Context: an optimization exercise on an open-source flow, tuned for small area, a short achievable clock period and few clock cycles per item. The choices shown serve that exercise and are no tape-out recipe. Only simulation tests tie the RTL to the original design; equivalence was not proved.

==> flow/design.v (outline; a module is shown in full before it is edited, if it fits) <==
// module slot_sbox: 221 lines
// module slot_x2: 3 lines
// module slot_xn2: 3 lines
// module slot_aes_round: 52 lines
// module slot_mixcol: 25 lines
// module slot_xtime: 10 lines
// module slot_xv: 12 lines
// module slot_seal: 164 lines
// module slot_crc_step: 185 lines
// module slot_crc_t: 462 lines
// module slot_ao21: 13 lines
// module slot_ao21b: 3 lines
module slot_seal (
    input  wire         clk,
    input  wire         rst,          
    input  wire         start,
    input  wire [127:0] key,
    input  wire [511:0] slot,
    input  wire [31:0]  generation,
    input  wire [15:0]  index,
    output wire         ready,
    output reg          done,
    output wire [63:0]  tag,
    output wire [31:0]  crc,
    output wire         tag_ok,
    output reg          crc_ok
);
  // ...
==> flow/flow/run.sh <==
#!/bin/bash
# Layout: the standard flow (standard.sh), with every input and output
# port buffered by the smallest buffer, sky130_fd_sc_hd__buf_1, instead of
# the cell buffer_ports picks by default. Everything else is unchanged.
set -euo pipefail
export BUFFER_PORTS_ARGS="-buffer_cell sky130_fd_sc_hd__buf_1"
bash standard.sh > standard.log 2>&1
==> flow/standard.sh <==
#!/bin/bash
# synth_recipe.tcl (not shown) runs the flow's synth.tcl, then flattens the netlist and writes it again
# the make line also repeats each setting of config.mk as NAME=value (left out here)
make -C /OpenROAD-flow-scripts/flow DESIGN_CONFIG=/design/flow/config.mk WORK_HOME=/design/flow/orfs CLKGATE_MAP_FILE= SYNTH_SCRIPT=/design/flow/synth_recipe.tcl "${@:-finish}"
==> flow/config.mk <==
export PLATFORM = sky130hd
export DESIGN_NAME = slot_seal
export DESIGN_NICKNAME = slot_seal
export VERILOG_FILES = /design/flow/design.v
export SDC_FILE = /design/flow/constraint.sdc
export NUM_CORES = 8
export LEC_CHECK = 0
export CAP_MARGIN = 20
export CORE_MARGIN = 2
export CORE_UTILIZATION = 50
export PLACE_DENSITY = 0.7
export SETUP_SLACK_MARGIN = 3
export SLEW_MARGIN = 20
export SYNTH_HIERARCHICAL = 1
export SYNTH_MINIMUM_KEEP_SIZE = 0
==> flow/constraint.sdc <==
create_clock -name core_clock -period 10.0 [get_ports {clk}]
set_input_delay 2.0000 -clock core_clock [delete_from_list [all_inputs] [get_ports {clk}]]
set_output_delay 2.0000 -clock core_clock [all_outputs]
set_load 0.01 [all_outputs]
==> impl_metrics.yaml, run 1 <==
logic_synthesis:
  synth_cell_type_count: 63
  ys_async_sr_fraction_pct: 0
  synth_compound_area_share_pct: 7.986
  yosysTopAreaCellShare_pct: 48.12
  synth_fa_ha_area_share_pct: 0.09697
timing:
  tns_ps: 0
  worst_slack_ps: 2888
final_layout:
  design.seq.count: 567
  largest_cell_class: "multi-input gates"
  seq_share_pct: 18.48
  most-common-layout-cells: "xor2_1 (3,067), nand2_1 (1,035), buf_1 (768)"
run_status:
  status: "complete, no violations"
critical_path:
  r2r_end: "cst[16]$_SDFFE_PN1P_"
  worst_ep_arrival_time_ps: 7670
  critPathSlowestCell: "nor2_4"
  crit_end: "cst[16]$_SDFFE_PN1P_"
  startpoint: "blk[2]$_SDFFCE_PN0P_"
  rrSetupSlack_ps: 2890
clock_tree:
  cts_root_buf: "clkbuf_16"
  htreeDepth: 3
place:
  gp_congestion: 1.166
floorplan:
  dieHeight_um: 363.2
routing:
  wl_per_cell_um: 37.76
Testbench counts, summed over its fixed seeds: cycles 54,118, items 1,280.
==> module slot_sbox, before the edit <==
module slot_sbox (
    input  wire [7:0] a,
    output wire [7:0] y
);
    wire U0 = a[7], U1 = a[6], U2 = a[5], U3 = a[4];
    wire U4 = a[3], U5 = a[2], U6 = a[1], U7 = a[0];
    wire T1;
    slot_x2 xT1 (.a(U0), .b(U3), .y(T1));
    wire T2;
    slot_x2 xT2 (.a(U0), .b(U5), .y(T2));
    wire T3;
    slot_x2 xT3 (.a(U0), .b(U6), .y(T3));
    wire T4;
    slot_x2 xT4 (.a(U3), .b(U5), .y(T4));
    wire T5;
    slot_x2 xT5 (.a(U4), .b(U6), .y(T5));
    wire T6;
    slot_x2 xT6 (.a(T1), .b(T5), .y(T6));
    wire T7;
    slot_x2 xT7 (.a(U1), .b(U2), .y(T7));
    wire T8;
    slot_x2 xT8 (.a(U7), .b(T6), .y(T8));
    wire T9;
    slot_x2 xT9 (.a(U7), .b(T7), .y(T9));
    wire T10;
    slot_x2 xT10 (.a(T6), .b(T7), .y(T10));
    wire T11;
    slot_x2 xT11 (.a(U1), .b(U5), .y(T11));
    wire T12;
    slot_x2 xT12 (.a(U2), .b(U5), .y(T12));
    wire T13;
    slot_x2 xT13 (.a(T3), .b(T4), .y(T13));
    wire T14;
    slot_x2 xT14 (.a(T6), .b(T11), .y(T14));
    wire T15;
    slot_x2 xT15 (.a(T5), .b(T11), .y(T15));
    wire T16;
    slot_x2 xT16 (.a(T5), .b(T12), .y(T16));
    wire T17;
    slot_x2 xT17 (.a(T9), .b(T16), .y(T17));
    wire T18;
    slot_x2 xT18 (.a(U3), .b(U7), .y(T18));
    wire T19;
    slot_x2 xT19 (.a(T7), .b(T18), .y(T19));
    wire T20;
    slot_x2 xT20 (.a(T1), .b(T19), .y(T20));
    wire T21;
    slot_x2 xT21 (.a(U6), .b(U7), .y(T21));
    wire T22;
    slot_x2 xT22 (.a(T7), .b(T21), .y(T22));
    wire T23;
    slot_x2 xT23 (.a(T2), .b(T22), .y(T23));
    wire T24;
    slot_x2 xT24 (.a(T2), .b(T10), .y(T24));
    wire T25;
    slot_x2 xT25 (.a(T20), .b(T17), .y(T25));
    wire T26;
    slot_x2 xT26 (.a(T3), .b(T16), .y(T26));
    wire T27;
    slot_x2 xT27 (.a(T1), .b(T12), .y(T27));
    wire n_M1 = ~(T13 & T6);
    wire n_M2 = ~(T23 & T8);
    wire n_M3;
    slot_x2 xM3 (.a(T14), .b(n_M1), .y(n_M3));
    wire n_M4 = ~(T19 & U7);
    wire M5;
    slot_x2 xM5 (.a(n_M4), .b(n_M1), .y(M5));
    wire n_M6 = ~(T3 & T16);
    wire n_M7 = ~(T22 & T9);
    wire n_M8;
    slot_x2 xM8 (.a(T26), .b(n_M6), .y(n_M8));
    wire n_M9 = ~(T20 & T17);
    wire M10;
    slot_x2 xM10 (.a(n_M9), .b(n_M6), .y(M10));
    wire n_M11 = ~(T1 & T15);
    wire n_M12 = ~(T4 & T27);
    wire M13;
    slot_x2 xM13 (.a(n_M12), .b(n_M11), .y(M13));
    wire n_M14 = ~(T2 & T10);
    wire M15;
    slot_x2 xM15 (.a(n_M14), .b(n_M11), .y(M15));
    wire M16;
    slot_x2 xM16 (.a(n_M3), .b(n_M2), .y(M16));
    wire M17;
    slot_x2 xM17 (.a(M5), .b(T24), .y(M17));
    wire M18;
    slot_x2 xM18 (.a(n_M8), .b(n_M7), .y(M18));
    wire M19;
    slot_x2 xM19 (.a(M10), .b(M15), .y(M19));
    wire M20;
    slot_x2 xM20 (.a(M16), .b(M13), .y(M20));
    wire M21;
    slot_x2 xM21 (.a(M17), .b(M15), .y(M21));
    wire M22;
    slot_x2 xM22 (.a(M18), .b(M13), .y(M22));
    wire M23;
    slot_x2 xM23 (.a(M19), .b(T25), .y(M23));
    wire M24;
    slot_x2 xM24 (.a(M22), .b(M23), .y(M24));
    wire n_M25 = ~(M22 & M20);
    wire n_M26;
    slot_x2 xM26 (.a(M21), .b(n_M25), .y(n_M26));
    wire M27;
    slot_x2 xM27 (.a(M20), .b(M21), .y(M27));
    wire n_M28;
    slot_x2 xM28 (.a(M23), .b(n_M25), .y(n_M28));
    wire M29 = ~(n_M28 | ~M27);
    wire M30 = ~(n_M26 | ~M24);
    wire n_M31 = ~(M20 & M23);
    wire M32 = ~(n_M31 | ~M27);
    wire n_M33;
    slot_x2 xM33 (.a(M27), .b(n_M25), .y(n_M33));
    wire n_M34 = ~(M21 & M22);
    wire M35 = ~(n_M34 | ~M24);
    wire n_M36;
    slot_x2 xM36 (.a(M24), .b(n_M25), .y(n_M36));
    wire M37;
    slot_x2 xM37 (.a(M21), .b(M29), .y(M37));
    wire n_M38;
    slot_x2 xM38 (.a(M32), .b(n_M33), .y(n_M38));
    wire M39;
    slot_x2 xM39 (.a(M23), .b(M30), .y(M39));
    wire n_M40;
    slot_x2 xM40 (.a(M35), .b(n_M36), .y(n_M40));
    wire M41;
    slot_x2 xM41 (.a(n_M38), .b(n_M40), .y(M41));
    wire M42;
    slot_x2 xM42 (.a(M37), .b(M39), .y(M42));
    wire n_M43;
    slot_x2 xM43 (.a(M37), .b(n_M38), .y(n_M43));
    wire n_M44;
    slot_x2 xM44 (.a(M39), .b(n_M40), .y(n_M44));
    wire M45;
    slot_x2 xM45 (.a(M42), .b(M41), .y(M45));
    wire M46 = ~(n_M44 | ~T6);
    wire M47 = ~(n_M40 | ~T8);
    wire n_M48 = ~(M39 & U7);
    wire M49 = ~(n_M43 | ~T16);
    wire M50 = ~(n_M38 | ~T9);
    wire n_M51 = ~(M37 & T17);
    wire n_M52 = ~(M42 & T15);
    wire n_M53 = ~(M45 & T27);
    wire n_M54 = ~(M41 & T10);
    wire M55 = ~(n_M44 | ~T13);
    wire M56 = ~(n_M40 | ~T23);
    wire n_M57 = ~(M39 & T19);
    wire M58 = ~(n_M43 | ~T3);
    wire M59 = ~(n_M38 | ~T22);
    wire n_M60 = ~(M37 & T20);
    wire n_M61 = ~(M42 & T1);
    wire n_M62 = ~(M45 & T4);
    wire n_M63 = ~(M41 & T2);
    wire L0;
    slot_x2 xL0 (.a(n_M61), .b(n_M62), .y(L0));
    wire L1;
    slot_x2 xL1 (.a(M50), .b(M56), .y(L1));
    wire n_L2;
    slot_x2 xL2 (.a(M46), .b(n_M48), .y(n_L2));
    wire L3;
    slot_x2 xL3 (.a(M47), .b(M55), .y(L3));
    wire n_L4;
    slot_x2 xL4 (.a(n_M54), .b(M58), .y(n_L4));
    wire n_L5;
    slot_x2 xL5 (.a(M49), .b(n_M61), .y(n_L5));
    wire L6;
    slot_x2 xL6 (.a(n_M62), .b(n_L5), .y(L6));
    wire L7;
    slot_x2 xL7 (.a(M46), .b(L3), .y(L7));
    wire n_L8;
    slot_x2 xL8 (.a(n_M51), .b(M59), .y(n_L8));
    wire L9;
    slot_x2 xL9 (.a(n_M52), .b(n_M53), .y(L9));
    wire L10;
    slot_x2 xL10 (.a(n_M53), .b(n_L4), .y(L10));
    wire L11;
    slot_x2 xL11 (.a(n_M60), .b(n_L2), .y(L11));
    wire L12;
    slot_x2 xL12 (.a(n_M48), .b(n_M51), .y(L12));
    wire L13;
    slot_x2 xL13 (.a(M50), .b(L0), .y(L13));
    wire L14;
    slot_x2 xL14 (.a(n_M52), .b(n_M61), .y(L14));
    wire L15;
    slot_x2 xL15 (.a(M55), .b(L1), .y(L15));
    wire L16;
    slot_x2 xL16 (.a(M56), .b(L0), .y(L16));
    wire n_L17;
    slot_x2 xL17 (.a(n_M57), .b(L1), .y(n_L17));
    wire n_L18;
    slot_x2 xL18 (.a(M58), .b(n_L8), .y(n_L18));
    wire L19;
    slot_x2 xL19 (.a(n_M63), .b(n_L4), .y(L19));
    wire L20;
    slot_x2 xL20 (.a(L0), .b(L1), .y(L20));
    wire L21;
    slot_x2 xL21 (.a(L1), .b(L7), .y(L21));
    wire L22;
    slot_x2 xL22 (.a(L3), .b(L12), .y(L22));
    wire L23;
    slot_x2 xL23 (.a(n_L18), .b(n_L2), .y(L23));
    wire L24;
    slot_x2 xL24 (.a(L15), .b(L9), .y(L24));
    wire L25;
    slot_x2 xL25 (.a(L6), .b(L10), .y(L25));
    wire L26;
    slot_x2 xL26 (.a(L7), .b(L9), .y(L26));
    wire n_L27;
    slot_x2 xL27 (.a(n_L8), .b(L10), .y(n_L27));
    wire L28;
    slot_x2 xL28 (.a(L11), .b(L14), .y(L28));
    wire n_L29;
    slot_x2 xL29 (.a(L11), .b(n_L17), .y(n_L29));
    slot_x2 xy7 (.a(L6), .b(L24), .y(y[7]));
    slot_xn2 xy6 (.a(L16), .b(L26), .y(y[6]));
    slot_xn2 xy5 (.a(L19), .b(L28), .y(y[5]));
    slot_x2 xy4 (.a(L6), .b(L21), .y(y[4]));
    slot_x2 xy3 (.a(L20), .b(L22), .y(y[3]));
    slot_xn2 xy2 (.a(L25), .b(n_L29), .y(y[2]));
    slot_x2 xy1 (.a(L13), .b(n_L27), .y(y[1]));
    slot_xn2 xy0 (.a(L6), .b(L23), .y(y[0]));
endmodule
==> run 2: changes to the inputs <==
--- a/flow/design.v
+++ b/flow/design.v
@@ -96,55 +96,28 @@
     wire M23;
     slot_x2 xM23 (.a(M19), .b(T25), .y(M23));
-    wire M24;
-    slot_x2 xM24 (.a(M22), .b(M23), .y(M24));
-    wire n_M25 = ~(M22 & M20);
-    wire n_M26;
-    slot_x2 xM26 (.a(M21), .b(n_M25), .y(n_M26));
-    wire M27;
-    slot_x2 xM27 (.a(M20), .b(M21), .y(M27));
-    wire n_M28;
-    slot_x2 xM28 (.a(M23), .b(n_M25), .y(n_M28));
-    wire M29 = ~(n_M28 | ~M27);
-    wire M30 = ~(n_M26 | ~M24);
-    wire n_M31 = ~(M20 & M23);
-    wire M32 = ~(n_M31 | ~M27);
-    wire n_M33;
-    slot_x2 xM33 (.a(M27), .b(n_M25), .y(n_M33));
-    wire n_M34 = ~(M21 & M22);
-    wire M35 = ~(n_M34 | ~M24);
-    wire n_M36;
-    slot_x2 xM36 (.a(M24), .b(n_M25), .y(n_M36));
-    wire M37;
-    slot_x2 xM37 (.a(M21), .b(M29), .y(M37));
-    wire n_M38;
-    slot_x2 xM38 (.a(M32), .b(n_M33), .y(n_M38));
-    wire M39;
-    slot_x2 xM39 (.a(M23), .b(M30), .y(M39));
-    wire n_M40;
-    slot_x2 xM40 (.a(M35), .b(n_M36), .y(n_M40));
     wire M41;
-    slot_x2 xM41 (.a(n_M38), .b(n_M40), .y(M41));
+    slot_x2 xM41 (.a(M38), .b(M40), .y(M41));
     wire M42;
     slot_x2 xM42 (.a(M37), .b(M39), .y(M42));
-    wire n_M43;
-    slot_x2 xM43 (.a(M37), .b(n_M38), .y(n_M43));
-    wire n_M44;
-    slot_x2 xM44 (.a(M39), .b(n_M40), .y(n_M44));
+    wire M43;
+    slot_x2 xM43 (.a(M37), .b(M38), .y(M43));
+    wire M44;
+    slot_x2 xM44 (.a(M39), .b(M40), .y(M44));
     wire M45;
     slot_x2 xM45 (.a(M42), .b(M41), .y(M45));
-    wire M46 = ~(n_M44 | ~T6);
-    wire M47 = ~(n_M40 | ~T8);
+    wire n_M46 = ~(M44 & T6);
+    wire n_M47 = ~(M40 & T8);
     wire n_M48 = ~(M39 & U7);
-    wire M49 = ~(n_M43 | ~T16);
-    wire M50 = ~(n_M38 | ~T9);
+    wire n_M49 = ~(M43 & T16);
+    wire n_M50 = ~(M38 & T9);
     wire n_M51 = ~(M37 & T17);
     wire n_M52 = ~(M42 & T15);
     wire n_M53 = ~(M45 & T27);
     wire n_M54 = ~(M41 & T10);
-    wire M55 = ~(n_M44 | ~T13);
-    wire M56 = ~(n_M40 | ~T23);
+    wire n_M55 = ~(M44 & T13);
+    wire n_M56 = ~(M40 & T23);
     wire n_M57 = ~(M39 & T19);
-    wire M58 = ~(n_M43 | ~T3);
-    wire M59 = ~(n_M38 | ~T22);
+    wire n_M58 = ~(M43 & T3);
+    wire n_M59 = ~(M38 & T22);
     wire n_M60 = ~(M37 & T20);
     wire n_M61 = ~(M42 & T1);
@@ -154,69 +127,90 @@
     slot_x2 xL0 (.a(n_M61), .b(n_M62), .y(L0));
     wire L1;
-    slot_x2 xL1 (.a(M50), .b(M56), .y(L1));
-    wire n_L2;
-    slot_x2 xL2 (.a(M46), .b(n_M48), .y(n_L2));
+    slot_x2 xL1 (.a(n_M50), .b(n_M56), .y(L1));
+    wire L2;
+    slot_x2 xL2 (.a(n_M46), .b(n_M48), .y(L2));
     wire L3;
-    slot_x2 xL3 (.a(M47), .b(M55), .y(L3));
-    wire n_L4;
-    slot_x2 xL4 (.a(n_M54), .b(M58), .y(n_L4));
-    wire n_L5;
-    slot_x2 xL5 (.a(M49), .b(n_M61), .y(n_L5));
-    wire L6;
-    slot_x2 xL6 (.a(n_M62), .b(n_L5), .y(L6));
-    wire L7;
-    slot_x2 xL7 (.a(M46), .b(L3), .y(L7));
-    wire n_L8;
-    slot_x2 xL8 (.a(n_M51), .b(M59), .y(n_L8));
+    slot_x2 xL3 (.a(n_M47), .b(n_M55), .y(L3));
+    wire L4;
+    slot_x2 xL4 (.a(n_M54), .b(n_M58), .y(L4));
+    wire L5;
+    slot_x2 xL5 (.a(n_M49), .b(n_M61), .y(L5));
+    wire n_L6;
+    slot_x2 xL6 (.a(n_M62), .b(L5), .y(n_L6));
+    wire n_L7;
+    slot_x2 xL7 (.a(n_M46), .b(L3), .y(n_L7));
+    wire L8;
+    slot_x2 xL8 (.a(n_M51), .b(n_M59), .y(L8));
     wire L9;
     slot_x2 xL9 (.a(n_M52), .b(n_M53), .y(L9));
-    wire L10;
-    slot_x2 xL10 (.a(n_M53), .b(n_L4), .y(L10));
-    wire L11;
-    slot_x2 xL11 (.a(n_M60), .b(n_L2), .y(L11));
+    wire n_L10;
+    slot_x2 xL10 (.a(n_M53), .b(L4), .y(n_L10));
+    wire n_L11;
+    slot_x2 xL11 (.a(n_M60), .b(L2), .y(n_L11));
     wire L12;
     slot_x2 xL12 (.a(n_M48), .b(n_M51), .y(L12));
-    wire L13;
-    slot_x2 xL13 (.a(M50), .b(L0), .y(L13));
+    wire n_L13;
+    slot_x2 xL13 (.a(n_M50), .b(L0), .y(n_L13));
     wire L14;
     slot_x2 xL14 (.a(n_M52), .b(n_M61), .y(L14));
-    wire L15;
-    slot_x2 xL15 (.a(M55), .b(L1), .y(L15));
-    wire L16;
-    slot_x2 xL16 (.a(M56), .b(L0), .y(L16));
+    wire n_L15;
+    slot_x2 xL15 (.a(n_M55), .b(L1), .y(n_L15));
+    wire n_L16;
+    slot_x2 xL16 (.a(n_M56), .b(L0), .y(n_L16));
     wire n_L17;
     slot_x2 xL17 (.a(n_M57), .b(L1), .y(n_L17));
     wire n_L18;
-    slot_x2 xL18 (.a(M58), .b(n_L8), .y(n_L18));
-    wire L19;
-    slot_x2 xL19 (.a(n_M63), .b(n_L4), .y(L19));
+    slot_x2 xL18 (.a(n_M58), .b(L8), .y(n_L18));
+    wire n_L19;
+    slot_x2 xL19 (.a(n_M63), .b(L4), .y(n_L19));
     wire L20;
     slot_x2 xL20 (.a(L0), .b(L1), .y(L20));
-    wire L21;
-    slot_x2 xL21 (.a(L1), .b(L7), .y(L21));
+    wire n_L21;
+    slot_x2 xL21 (.a(L1), .b(n_L7), .y(n_L21));
     wire L22;
     slot_x2 xL22 (.a(L3), .b(L12), .y(L22));
-    wire L23;
-    slot_x2 xL23 (.a(n_L18), .b(n_L2), .y(L23));
-    wire L24;
-    slot_x2 xL24 (.a(L15), .b(L9), .y(L24));
+    wire n_L23;
+    slot_x2 xL23 (.a(n_L18), .b(L2), .y(n_L23));
+    wire n_L24;
+    slot_x2 xL24 (.a(n_L15), .b(L9), .y(n_L24));
     wire L25;
-    slot_x2 xL25 (.a(L6), .b(L10), .y(L25));
-    wire L26;
-    slot_x2 xL26 (.a(L7), .b(L9), .y(L26));
+    slot_x2 xL25 (.a(n_L6), .b(n_L10), .y(L25));
+    wire n_L26;
+    slot_x2 xL26 (.a(n_L7), .b(L9), .y(n_L26));
     wire n_L27;
-    slot_x2 xL27 (.a(n_L8), .b(L10), .y(n_L27));
-    wire L28;
-    slot_x2 xL28 (.a(L11), .b(L14), .y(L28));
-    wire n_L29;
-    slot_x2 xL29 (.a(L11), .b(n_L17), .y(n_L29));
-    slot_x2 xy7 (.a(L6), .b(L24), .y(y[7]));
-    slot_xn2 xy6 (.a(L16), .b(L26), .y(y[6]));
-    slot_xn2 xy5 (.a(L19), .b(L28), .y(y[5]));
-    slot_x2 xy4 (.a(L6), .b(L21), .y(y[4]));
+    slot_x2 xL27 (.a(L8), .b(n_L10), .y(n_L27));
+    wire n_L28;
+    slot_x2 xL28 (.a(n_L11), .b(L14), .y(n_L28));
+    wire L29;
+    slot_x2 xL29 (.a(n_L11), .b(n_L17), .y(L29));
+    wire M37, M38, M39, M40;
+    slot_gf16_inv u_inv (.M20(M20), .M21(M21), .M22(M22), .M23(M23), .M37(M37), .M38(M38), .M39(M39), .M40(M40));
+    slot_x2 xy7 (.a(n_L6), .b(n_L24), .y(y[7]));
+    slot_xn2 xy6 (.a(n_L16), .b(n_L26), .y(y[6]));
+    slot_xn2 xy5 (.a(n_L19), .b(n_L28), .y(y[5]));
+    slot_x2 xy4 (.a(n_L6), .b(n_L21), .y(y[4]));
     slot_x2 xy3 (.a(L20), .b(L22), .y(y[3]));
-    slot_xn2 xy2 (.a(L25), .b(n_L29), .y(y[2]));
-    slot_x2 xy1 (.a(L13), .b(n_L27), .y(y[1]));
-    slot_xn2 xy0 (.a(L6), .b(L23), .y(y[0]));
+    slot_x2 xy2 (.a(L25), .b(L29), .y(y[2]));
+    slot_xn2 xy1 (.a(n_L13), .b(n_L27), .y(y[1]));
+    slot_xn2 xy0 (.a(n_L6), .b(n_L23), .y(y[0]));
+endmodule
+module slot_gf16_inv (input wire M20, input wire M21, input wire M22, input wire M23, output wire M37, output wire M38, output wire M39, output wire M40);
+    wire M24 = M22 ^ M23;
+    wire M25 = M22 & M20;
+    wire M26 = M21 ^ M25;
+    wire M27 = M20 ^ M21;
+    wire M28 = M23 ^ M25;
+    wire M29 = M28 & M27;
+    wire M30 = M26 & M24;
+    wire M31 = M20 & M23;
+    wire M32 = M27 & M31;
+    wire M33 = M27 ^ M25;
+    wire M34 = M21 & M22;
+    wire M35 = M24 & M34;
+    wire M36 = M24 ^ M25;
+    assign M37 = M21 ^ M29;
+    assign M38 = M32 ^ M33;
+    assign M39 = M23 ^ M30;
+    assign M40 = M35 ^ M36;
 endmodule
 module slot_x2 (input wire a, input wire b, output wire y);
--- a/flow/config.mk
+++ b/flow/config.mk
@@ -9,6 +9,6 @@
 export CORE_MARGIN = 2
 export CORE_UTILIZATION = 50
-export PLACE_DENSITY = 0.7
-export SETUP_SLACK_MARGIN = 3
+export PLACE_DENSITY = 0.6
+export SETUP_SLACK_MARGIN = 3.25
 export SLEW_MARGIN = 20
 export SYNTH_HIERARCHICAL = 1
==> run 2 against run 1 <==
Effect of this change:
- still clean on timing, DRC and antenna
- worst setup slack better by 96 ps
- utilization decreased by 0.35 points
- register-to-register slack better by 96 ps
- clock-buffer cell count up 5
- fmax increased by 1.4%
- first-iteration DRC count rose by 1.1%
- final cell count about the same
- critical path depth unchanged
- sequential share of layout area increased by 0.13 points
- die area fell by 0.54%
- via count down 0.10%
- synthesized cell count unchanged
- critical endpoint is now cst[15]$_SDFFE_PN1P_
- highest routed layer unchanged
==> impl_metrics.yaml, run 2 <==
run_status:
  status: "complete, no violations"
critical_path:
  worst_path_most_repeated_cell: "xor2_1"
  r2r.worst_path.cells: 15
  cp_slowest_stage_delay_ps: 780
  r2r-start: "rc[2]$_SDFFCE_PN0N_"
  cp-end-kind: "register"
  worstSetupStartpointType: "register"
  crit_buf_inv: 1
  worst_ep_arrival_time_ps: 7600
  worstPathCellList: "and4bb_1 -> o21a_4 -> buf_4 -> mux2_1 -> a222oi_1 -> a21oi_1 -> a2111oi_0 -> a31oi_1 -> xor2_2 -> xor2_1 -> xor2_1 -> xor2_1 -> xor2_1 -> nand2_1 -> nand3_1"
  r2r_end: "cst[15]$_SDFFE_PN1P_"
  critical_path.max_fanout: 32
  crit_required_ps: 10580
  critPathSlowestCell: "a2111oi_0"
  critPathTopFamily: "compound AO/OA/AOI/OAI gates"
  crit_type: "reg2reg"
  rrSetupSlack_ps: 2980
logic_synthesis:
  ys_seq_area_share_pct: 22.00
  synthesis.area_sq_um: 64170
  synth_xor_area_share_pct: 49.37
  synthSimpleGateAreaFrac_pct: 11.40
  synth_compound_area_share_pct: 9.395
  ys_async_sr_fraction_pct: 0
  synth_top_cell_by_area: "xor2_1"
  ys.flop_type: "dfxtp_1"
  synth_common_cells: "xor2_1 (3,365), nand2_1 (1,177), dfxtp_1 (291)"
  synth-warning-count: 7
  synth_fa_ha_area_share_pct: 0.09750
  yosysTopAreaCellShare_pct: 45.93
  synth.avg_cell_area_sq_um: 8.841
  synth-seq-cells: 567
  synth_mux_area_share_pct: 2.829
  synth_top_family_by_area: "XOR/XNOR gates"
  synth.net_count: 7954
  synth_edf_count: 276
  yosys.cell_count.top_type: "xor2_1"
  synth.area.top_cells: "xor2_1 (46%), edfxtp_1 (13%), dfxtp_1 (9.1%)"
  syn_inst: 7258
  synth_cell_type_count: 66
hold_path:
  min_to: "kvalid$_SDFFE_PP0P_"
  min_from: "kvalid$_SDFFE_PP0P_"
  hold_path_class: "reg2reg"
  hold-path-cell-count: 2
routing:
  wl_um: 356200
  wl_per_cell_um: 36.88
  drtAntennaViolNets: 0
  drt_pass1_iterations: 8
  dr.first_iter.drc_count: 9516
  num_vias: 60450
  vias_per_cell: 6.260
  drc_errors: 0
global_route:
  grt_pass1_vias: 56080
  grt_max_degree: 148
  overflow: 0
  grt_pass1_wl_um: 465900
  grt_use_total_pct: 52.04
  antenna_found_initial: 71
clock_tree:
  cts_made_buffers: 75
  clkTransAtPathRegs_ps: 60
  htreeDepth: 3
  cts_tree: "yes"
  cts_hold_buffers: 0
  clock_latency_ps: 750
  clkSinkCount: 567
  clk_path_buf_depth: 3
  cts_root_buf: "clkbuf_16"
timing:
  slew_viol_final: 0
  relSlewSlack_pct: 5.805
  fin_crit_sh_pct: 70.16
  max_freq_mhz: 142.5
  rsz0062_at_grt: "true"
  worstMarginPinSlew_ps: 1409
  min_period_ps: 7016
  finClkSkew_ps: 54.80
  finalHoldViolCount: 0
  tns_ps: 0
  setup_viol: 0
place:
  gp_congestion: 1.156
  port_buffers: 790
  dp_hpwl_um: 297500
job:
  drv_cap: 0
floorplan:
  rows: 131
  start_util_pct: 50.32
  fp.dieW_um: 362.2
  core-area_sq_um: 127500
  die_area_sq_um: 131200
  dieHeight_um: 362.2
  ios: 791
final_layout:
  synthToLayoutAreaGrowth_pct: 18.51
  num-fill-cells: 11520
  finish.utilization_pct: 59.64
  drive_gt1_share_pct: 12.33
  nNetsFinal: 8583
  final_common_cell: "xor2_1"
  most-common-layout-cells: "xor2_1 (2,920), nand2_1 (1,175), buf_1 (772)"
run 2: cell count changes after synthesis, sizes merged, moves of 40 or more:
cell,delta
xor2,-180
nand2,+140
nor2b,-120
a211o,+40
nor4b,+40
run 2: worst max path at each step:
stage	startpoint	cells past startpoint	slack (ps)	endpoint
final	rc[2]$_SDFFCE_PN0N_	15	2980	cst[15]$_SDFFE_PN1P_
after global routing	st[116]$_DFF_P_	20	3090	st[10]$_DFF_P_
after CTS	slot[471]	12	3090	crc[30]
after detailed placement	slot[469]	11	2140	crc[30]
after global placement	slot[470]	11	2000	crc[30]
after floorplan	rc[7]$_SDFFCE_PN0N_	9	1540	st[100]$_DFF_P_
run 2: routing by layer:
layer,global-route usage (%),share of wire [%],vias up,wire length [um]
met5,0.5179,0.15,-,520
met4,41.62,10,50,35830
met3,21.36,14,1262,51400
met2,72.58,39,4857,140200
met1,62.64,36,29530,128200
li1,-,-,24750,-
run 2: final cells by class:
type	instances	area [sq um]	area share (%)
timing repair buffer	1010	4935	6.489
clock inverter	42	444.2	0.5841
clock buffer	97	2053	2.700
antenna	45	112.6	0.1481
sequential	567	14150	18.61
inverter	71	274.0	0.3603
tap	1662	2079	2.734
multi-input combinational	6162	51990	68.37
run 2: what timing repair did:
action,CTS,global route
setup endpoints to repair,190,238
setup buffers,44,96
resized for setup,335,353
pin swaps,38,68
hold endpoints to repair,0,0
run 2: kinds of logic (layout without fill, tap and decap cells):
group,Yosys count,in the layout
adder cells (fa/ha/maj),5,5
AO/OA/AOI/OAI,724,724
buffers and inverters,529,1220
XOR/XNOR,3617,3617
multiplexers,164,164
AND/OR/NAND/NOR,1652,1652
other,0,45
flip-flops,567,567
run 2: worst min-delay path: stages, from the launching register on:
cell and delay [ps]:
dfxtp_1 310, nor2_1 80, nor2_1 50
run 2: per-stage QoR:
| stage | worst slack [ps] | hold slack [ps] | cells | cell area [sq um] |
|---|---|---|---|---|
| 3_3_place_gp | 2002 | 458.5 | 9332 | 67130 |
| 5_1_grt | 3093 | 520.2 | 9624 | 75970 |
| 6_report | 2984 | 489.6 | 9656 | 76050 |
| 3_5_place_dp | 2140 | 474.2 | 9332 | 67130 |
| 2_1_floorplan | 1538 | 449.2 | 7258 | 64320 |
| 4_1_cts | 3089 | 481.7 | 9515 | 72590 |
run 2: modules after synthesis (local to each module, per instance), a selection:
module	copies in the design	cells inside	flops+latches	cell area (sq um)
slot_seal	1	2688	567	27490
slot_crc_step	1	32	0	240.2
slot_crc_t	1	32	0	240.2
slot_gf16_inv	20	15	0	118.9
slot_sbox	20	27	0	101.3
slot_xtime	16	8	0	60.06
slot_x2	3330	1	0	8.758
slot_xn2	80	1	0	8.758
slot_ao21b	128	1	0	7.507
Testbench counts of run 2, summed over its fixed seeds: cycles 54,118, items 1,280.

==> port drivers added, routing unchanged <==
How much do the figures lean on ideal ports? The routed layouts below were timed once more, with nothing changed but the port constraints.
Step 1, drivers: a clkbuf_16 drives clk and a buf_2 each remaining input, both assumed.
Step 2 moves the port delays by t, midway between the first and last clock arrival at a register: inputs arrive t later, outputs are due t later. That takes back most of the time a late clock gives input paths.
Three values: ideal, step 1, step 2; two values: the first two.
| run | t, ns | setup slack, ns | worst data-port slew with drivers (ns) |
|---|---|---|---|
| run 1 | 0.815 | 2.888 / 2.888 / 2.397 | 0.26 |
| run 2 | 0.815 | 2.984 / 2.984 / 2.687 | 0.29 |
After both steps every run listed still meets setup and hold. The setup slack of run 1, which loses most, moves by 0.000 ns with the drivers and by -0.491 ns with both steps.
